What follows belongs to an exercise in optimizing a design on an open flow for small area, a short achievable clock period and few clock cycles; a production flow would make more cautious choices. Where RTL was checked, it was by simulation tests only, not by an equivalence proof against the original.

## crc_channel
module crc_channel (
    input  wire        clk,
    input  wire        rst,             
    input  wire        cmd_go,
    input  wire [2:0]  cmd_set,
    input  wire        cmd_expect_en,
    input  wire [31:0] cmd_len,
    input  wire [63:0] cmd_exp,
    input  wire        cmd_terminate,
    input  wire        in_valid,
    output wire        in_ready,
    input  wire [63:0] in_data,
    output reg         done,
    output wire [1:0]  state,
    output reg  [7:0]  code,
    output reg         match,
    output reg  [63:0] result
);
For scale: about 3700 cells after synthesis, about 320 flip-flops, ~250 I/O pins.
export LEC_CHECK = 0
export CAP_MARGIN = 20
export CORE_MARGIN = 2
export CORE_UTILIZATION = 40
export CTS_BUF_LIST = sky130_fd_sc_hd__clkbuf_8
export PLACE_DENSITY = 0.65
export SLEW_MARGIN = 58
export SYNTH_HIERARCHICAL = 1
create_clock -name core_clock -period 20.0 [get_ports {clk}]
standard.sh (not shown) runs the stock make flow with config.mk's settings and CLKGATE_MAP_FILE= SYNTH_SCRIPT=/design/flow/synth_recipe.tcl, a recipe that flattens the netlist after the stock synthesis.
==> flow/flow/run.sh <==
#!/bin/bash
# The standard layout (standard.sh: standard synthesis, floorplan, placement,
# CTS, routing, finish), with one change: the buffers that buffer_ports puts on
# every input and output port are sky130_fd_sc_hd__buf_2 cells instead of the
# cell buffer_ports picks by itself (clkdlybuf4s50_1, a delay cell).
# make's full output goes to flow_make.log here; each ORFS step also writes its
# own log under orfs/logs/.
set -euo pipefail
bash standard.sh 'BUFFER_PORTS_ARGS=-buffer_cell sky130_fd_sc_hd__buf_2' finish > flow_make.log 2>&1
Testbench counts at the start, summed over its fixed seeds: cycles 18,581.
Change:
Settings changed: GPL_ROUTABILITY_DRIVEN set to 0, PLACE_DENSITY 0.65 to unset.
Via count climbs by 2.3%.
Fmax climbs by 4.9%.
Hold slack barely changes.
Change:
Settings changed: GPL_ROUTABILITY_DRIVEN 0 to unset, GPL_TIMING_DRIVEN set to 0.
Effect:
- The new run finished clean
- via count is higher by 4.1%
- synthesized cell count is unchanged
- hold slack barely changes
- clock skew came out lower by 0.0088 ns
- final area rises by 16%
- global-route usage came out higher by 8.4 points
- utilization rose by 7.7 points
Change:
Settings changed: GPL_TIMING_DRIVEN 0 to unset.
Outcome: The changed run went through all stages and came out clean. Worst setup slack improves by 0.71 ns. Fmax went up by 13%. Worst hold slack stays flat. Via count went down by 6.1%. Core utilization went down by 7.0 points. Non-clock buffer count went down by 430.
Change:
Settings changed: SLEW_MARGIN 58 to 50.
After rerunning:
- final cell count is about the same
- final area fell by 2.3%
- sequential share of layout area is higher by 0.44 points
- via count drops by 0.70%
- synthesized area stays the same
- core utilization shrinks by 1.1 points

---

Another version of the RTL of crc_channel (not shown whole).
For scale: ~3,800 cells after synthesis.
==> flow/design.v (excerpt) <==
module crc_channel (
    input  wire        clk,
    input  wire        rst,             
    input  wire        cmd_go,
    input  wire [2:0]  cmd_set,
    input  wire        cmd_expect_en,
    input  wire [31:0] cmd_len,
    input  wire [63:0] cmd_exp,
    input  wire        cmd_terminate,
    input  wire        in_valid,
    output wire        in_ready,
    input  wire [63:0] in_data,
    output reg         done,
    output wire [1:0]  state,
    output reg  [7:0]  code,
    output reg         match,
    output reg  [63:0] result
);
==> flow/config.mk <==
export PLATFORM = sky130hd
export DESIGN_NAME = crc_channel
export DESIGN_NICKNAME = crc_channel
export VERILOG_FILES = /design/flow/design.v
export SDC_FILE = /design/flow/constraint.sdc
export NUM_CORES = 4
export LEC_CHECK = 0
export CAP_MARGIN = 20
export CORE_MARGIN = 2
export CORE_UTILIZATION = 40
export CTS_BUF_LIST = sky130_fd_sc_hd__clkbuf_8
export SLEW_MARGIN = 50
export SYNTH_HIERARCHICAL = 1
==> flow/constraint.sdc <==
create_clock -name core_clock -period 20.0 [get_ports {clk}]
set_input_delay 4.0000 -clock core_clock [delete_from_list [all_inputs] [get_ports {clk}]]
set_output_delay 4.0000 -clock core_clock [all_outputs]
set_load 0.01 [all_outputs]
==> flow/flow/run.sh <==
#!/bin/bash
# The standard layout (standard.sh: standard synthesis, floorplan, placement,
# CTS, routing, finish), with one change: the buffers that buffer_ports puts on
# every input and output port are sky130_fd_sc_hd__buf_1 cells instead of the
# cell buffer_ports picks by itself (clkdlybuf4s50_1, a delay cell).
# make's full output goes to flow_make.log here; each ORFS step also writes its
# own log under orfs/logs/.
set -euo pipefail
bash standard.sh 'BUFFER_PORTS_ARGS=-buffer_cell sky130_fd_sc_hd__buf_1' finish > flow_make.log 2>&1
Testbench counts at the start, summed over its fixed seeds: cycles 18,581.
Then changed:
==> flow/flow/run.sh (replaced) <==
#!/bin/bash
# The standard layout (standard.sh: standard synthesis, floorplan, placement,
# CTS, routing, finish), with one change: the buffers that buffer_ports puts on
# every input and output port are sky130_fd_sc_hd__buf_2 cells instead of the
# cell buffer_ports picks by itself (clkdlybuf4s50_1, a delay cell).
# make's full output goes to flow_make.log here; each ORFS step also writes its
# own log under orfs/logs/.
set -euo pipefail
bash standard.sh 'BUFFER_PORTS_ARGS=-buffer_cell sky130_fd_sc_hd__buf_2' finish > flow_make.log 2>&1
SLEW_MARGIN = 58   (was 50)
Effect: Fmax rises by a few percent. Die area does not change. Count of clock-buffer cells in the layout came out higher by 7. First-iteration DRC count grows by a few percent. Worst hold slack is about the same.
Then changed:
SLEW_MARGIN = 50   (was 58)
The changed run went through all stages and came out clean.
Cell area drops by a few percent.
Worst setup slack loses 0.14 ns.
Global-route usage barely changes.
Non-clock buffer count falls by 24.
Critical path depth grows by 8.
Wire length barely changes.
Then changed:
CTS_BUF_LIST = default   (was sky130_fd_sc_hd__clkbuf_8)
SLEW_MARGIN = 20   (was 50)
Clock-buffer cell count fell by 18; cell area shrinks by 2.3%; global-route usage falls by 0.18 points; critical path depth goes down by 5; die area stays the same; area after synthesis stays the same; fmax came out lower by about 5%; worst hold slack hardly moves.

---

job 6339:
Another version of the RTL of crc_channel (not shown whole).
For scale: ~3,600 cells after synthesis, ~0.040 mm² of cells after synthesis.
==> flow/design.v (excerpt) <==
module crc_channel (
    input  wire        clk,
    input  wire        rst,             
    input  wire        cmd_go,
    input  wire [2:0]  cmd_set,
    input  wire        cmd_expect_en,
    input  wire [31:0] cmd_len,
    input  wire [63:0] cmd_exp,
    input  wire        cmd_terminate,
    input  wire        in_valid,
    output wire        in_ready,
    input  wire [63:0] in_data,
    output reg         done,
    output wire [1:0]  state,
    output reg  [7:0]  code,
    output reg         match,
    output reg  [63:0] result
);
    localparam [7:0] DONE_OK          = 8'h00;
    localparam [7:0] REJECTED_INVALID = 8'h10;
    localparam [7:0] ABORTED_FAULT    = 8'h21;
    localparam [7:0] FAILED_CHECK     = 8'h32;
    reg        run_q;       
    reg        rdy_q;       
    reg        valid_q;     
    reg [4:0]  sel_q;       
    reg [2:0]  k_q;         
    reg [7:0]  mask_q;      
    reg        exp_en_q;
    reg [63:0] xexp_q;      
    reg [31:3] rem_q;       
    reg [63:0] rot_q;       
    reg [63:0] prev_q;      
    reg [63:0] crc_q;       
    function [63:0] ist0(input [2:0] p);
        case (p)
            3'd0: ist0 = 64'h00000000FFFFFFFF;
            3'd1: ist0 = 64'h00000000F0958FD9;
            3'd2: ist0 = 64'h000000009A1C9D90;
            3'd3: ist0 = 64'h00000000A32E2681;
            3'd4: ist0 = 64'h000000009226F562;
            3'd5: ist0 = 64'h00000000F47BF9CC;
            3'd6: ist0 = 64'h00000000AF4C9D16;
            3'd7: ist0 = 64'h0000000046865AA9;
        endcase
    endfunction
    function [63:0] ist1(input [2:0] p);
        case (p)
            3'd0: ist1 = 64'h00000000FFFFFFFF;
            3'd1: ist1 = 64'h00000000A942E6BC;
            3'd2: ist1 = 64'h000000002804363B;
            3'd3: ist1 = 64'h0000000096DB52A8;
            3'd4: ist1 = 64'h00000000641F6454;
            3'd5: ist1 = 64'h00000000CBAA9B55;
            3'd6: ist1 = 64'h0000000008DE2648;
            3'd7: ist1 = 64'h00000000F145FF88;
        endcase
    endfunction
    function [63:0] ist2(input [2:0] p);
        case (p)
            3'd0: ist2 = 64'h000000000000FFFF;
            3'd1: ist2 = 64'h0000000000000C1E;
  ...
clock: 20.0 ns
lec_check: 0
cap_margin: 20
core_margin: 2
core_utilization: 50
place_density: 0.7
slew_margin: 20
run.sh (not shown) runs the stock make flow with config.mk's settings and CLKGATE_MAP_FILE= SYNTH_SCRIPT=/design/flow/synth_recipe.tcl, a recipe that flattens the netlist after the stock synthesis.
Stock flow here: none of the scripts above is used.
Job 6339 | status: complete | timing, DRC, antenna: pass
Testbench counts of job 6339, summed over its fixed seeds: cycles 17,301.
For job 6563, these inputs were changed with respect to job 6339:
# job 6339
export LEC_CHECK = 0
export CAP_MARGIN = 20
export CORE_MARGIN = 2
export CORE_UTILIZATION = 50
export PLACE_DENSITY = 0.7
export SLEW_MARGIN = 20
create_clock -name core_clock -period 20.0 [get_ports {clk}]
# job 6563
export LEC_CHECK = 0
export CAP_MARGIN = 20
export CORE_MARGIN = 2
export CORE_UTILIZATION = 40
export SLEW_MARGIN = 20
create_clock -name core_clock -period 20.0 [get_ports {clk}]
Results
Compared with job 6339, job 6563 shows a lower sequential share of layout area.
Global-route wire length before repair ends up lower on job 6339.
As far as count of clock tree sinks goes, job 6563 and job 6339 are indistinguishable; the numbers are identical.
As far as fraction of the mapped netlist area in compound gates goes, job 6563 and job 6339 are indistinguishable; the numbers are identical.

---

Another version of the RTL of crc_channel (not shown whole).
Size in the first run: about 3900 cells after synthesis, ~370 flip-flops, ~250 I/O pins, ~34000 um2 of cells after synthesis.
==> flow/config.mk <==
export PLATFORM = sky130hd
export DESIGN_NAME = crc_channel
export DESIGN_NICKNAME = crc_channel
export VERILOG_FILES = /design/flow/design.v
export SDC_FILE = /design/flow/constraint.sdc
export NUM_CORES = 4
export LEC_CHECK = 0
export CAP_MARGIN = 20
export CORE_MARGIN = 2
export CORE_UTILIZATION = 40
export SLEW_MARGIN = 20
export SYNTH_HIERARCHICAL = 1
==> flow/constraint.sdc <==
create_clock -name core_clock -period 20.0 [get_ports {clk}]
set_input_delay 4.0000 -clock core_clock [delete_from_list [all_inputs] [get_ports {clk}]]
set_output_delay 4.0000 -clock core_clock [all_outputs]
set_load 0.01 [all_outputs]
standard.sh (not shown) runs the stock make flow with config.mk's settings and CLKGATE_MAP_FILE= SYNTH_SCRIPT=/design/flow/synth_recipe.tcl, a recipe that flattens the netlist after the stock synthesis.
==> flow/flow/run.sh <==
#!/bin/bash
# The standard layout (standard.sh: standard synthesis, floorplan, placement,
# CTS, routing, finish), with one change: the buffers that buffer_ports puts on
# every input and output port are sky130_fd_sc_hd__buf_2 cells instead of the
# cell buffer_ports picks by itself (clkdlybuf4s50_1, a delay cell).
# make's full output goes to flow_make.log here; each ORFS step also writes its
# own log under orfs/logs/.
set -euo pipefail
bash standard.sh 'BUFFER_PORTS_ARGS=-buffer_cell sky130_fd_sc_hd__buf_2' finish > flow_make.log 2>&1
Rerun with:
Settings changed: CORE_UTILIZATION 40 to 50, PLACE_DENSITY from default to 0.7.
Outcome:
- The changed run produced a clean layout
- register-to-register slack improves by 0.56 ns
- maximum frequency barely changes
- synthesized cell count stays the same
- area after synthesis stays the same
No functional check of the RTL was part of any run of this note.

[static timing again, ports no longer ideal]
The results above use ideal ports. As a check the final layouts listed here were re-extracted and re-timed, cells and wires unchanged. Step 1 (the two cells are an assumption about what drives the block):
set clk [get_ports {clk}]
set_driving_cell -lib_cell sky130_fd_sc_hd__clkbuf_16 $clk
set_driving_cell -lib_cell sky130_fd_sc_hd__buf_2 [delete_from_list [all_inputs] $clk]
Step 2, shift: input delay + t, output delay - t, t = (earliest + latest rising clock arrival at the registers) / 2. This alone moves slack from input paths to output paths. a / b / c = ideal ports / drivers / drivers and shift; a / b = the first two.
| run | t, ns | setup slack, ns | worst setup path after step 2 | worst register clock-pin slew, ns | worst data-port slew with drivers (ns) |
|---|---|---|---|---|---|
| the first run of note 1 | 0.665 | 14.273 / 14.306 / 13.641 | input to register | 0.10 / 0.10 | 0.07 |
| the second run of note 1 | 0.643 | 14.540 / 14.540 / 13.985 | input to register | 0.07 / 0.07 | 0.08 |
| the third run of note 1 | 0.653 | 13.936 / 13.929 / 13.277 | input to register | 0.07 / 0.07 | 0.09 |
| the fourth run of note 1 | 0.648 | 14.645 / 14.631 / 13.983 | input to register | 0.11 / 0.11 | 0.06 |
| the fifth run of note 1 | 0.669 | 14.409 / 14.409 / 14.039 | input to register | 0.08 / 0.08 | 0.06 |
| the first run of note 2 | 0.670 | 14.318 / 14.332 / 13.662 | input to register | 0.07 / 0.07 | 0.09 |
| the second run of note 2 | 0.686 | 14.518 / 14.539 / 13.853 | input to register | 0.08 / 0.08 | 0.09 |
| the third run of note 2 | 0.718 | 14.383 / 14.383 / 13.774 | input to register | 0.08 / 0.08 | 0.08 |
| the fourth run of note 2 | 0.588 | 14.085 / 14.085 / 13.731 | input to register | 0.07 / 0.07 | 0.09 |
| job 6339 | 0.673 | 12.405 / 12.458 / 11.785 | input to register | 0.08 / 0.08 | 0.08 |
| job 6563 | 0.681 | 12.329 / 12.381 / 11.700 | input to register | 0.07 / 0.07 | 0.08 |
| the first run of note 4 | 0.613 | 13.473 / 13.473 / 13.025 | input to register | 0.08 / 0.08 | 0.07 |
| the second run of note 4 | 0.615 | 13.473 / 13.509 / 12.893 | input to register | 0.07 / 0.07 | 0.09 |
After both steps setup and hold are still met in every run listed. The setup slack of the second run of note 2, which loses most, moves by +0.021 ns with the drivers and by -0.665 ns with both steps.
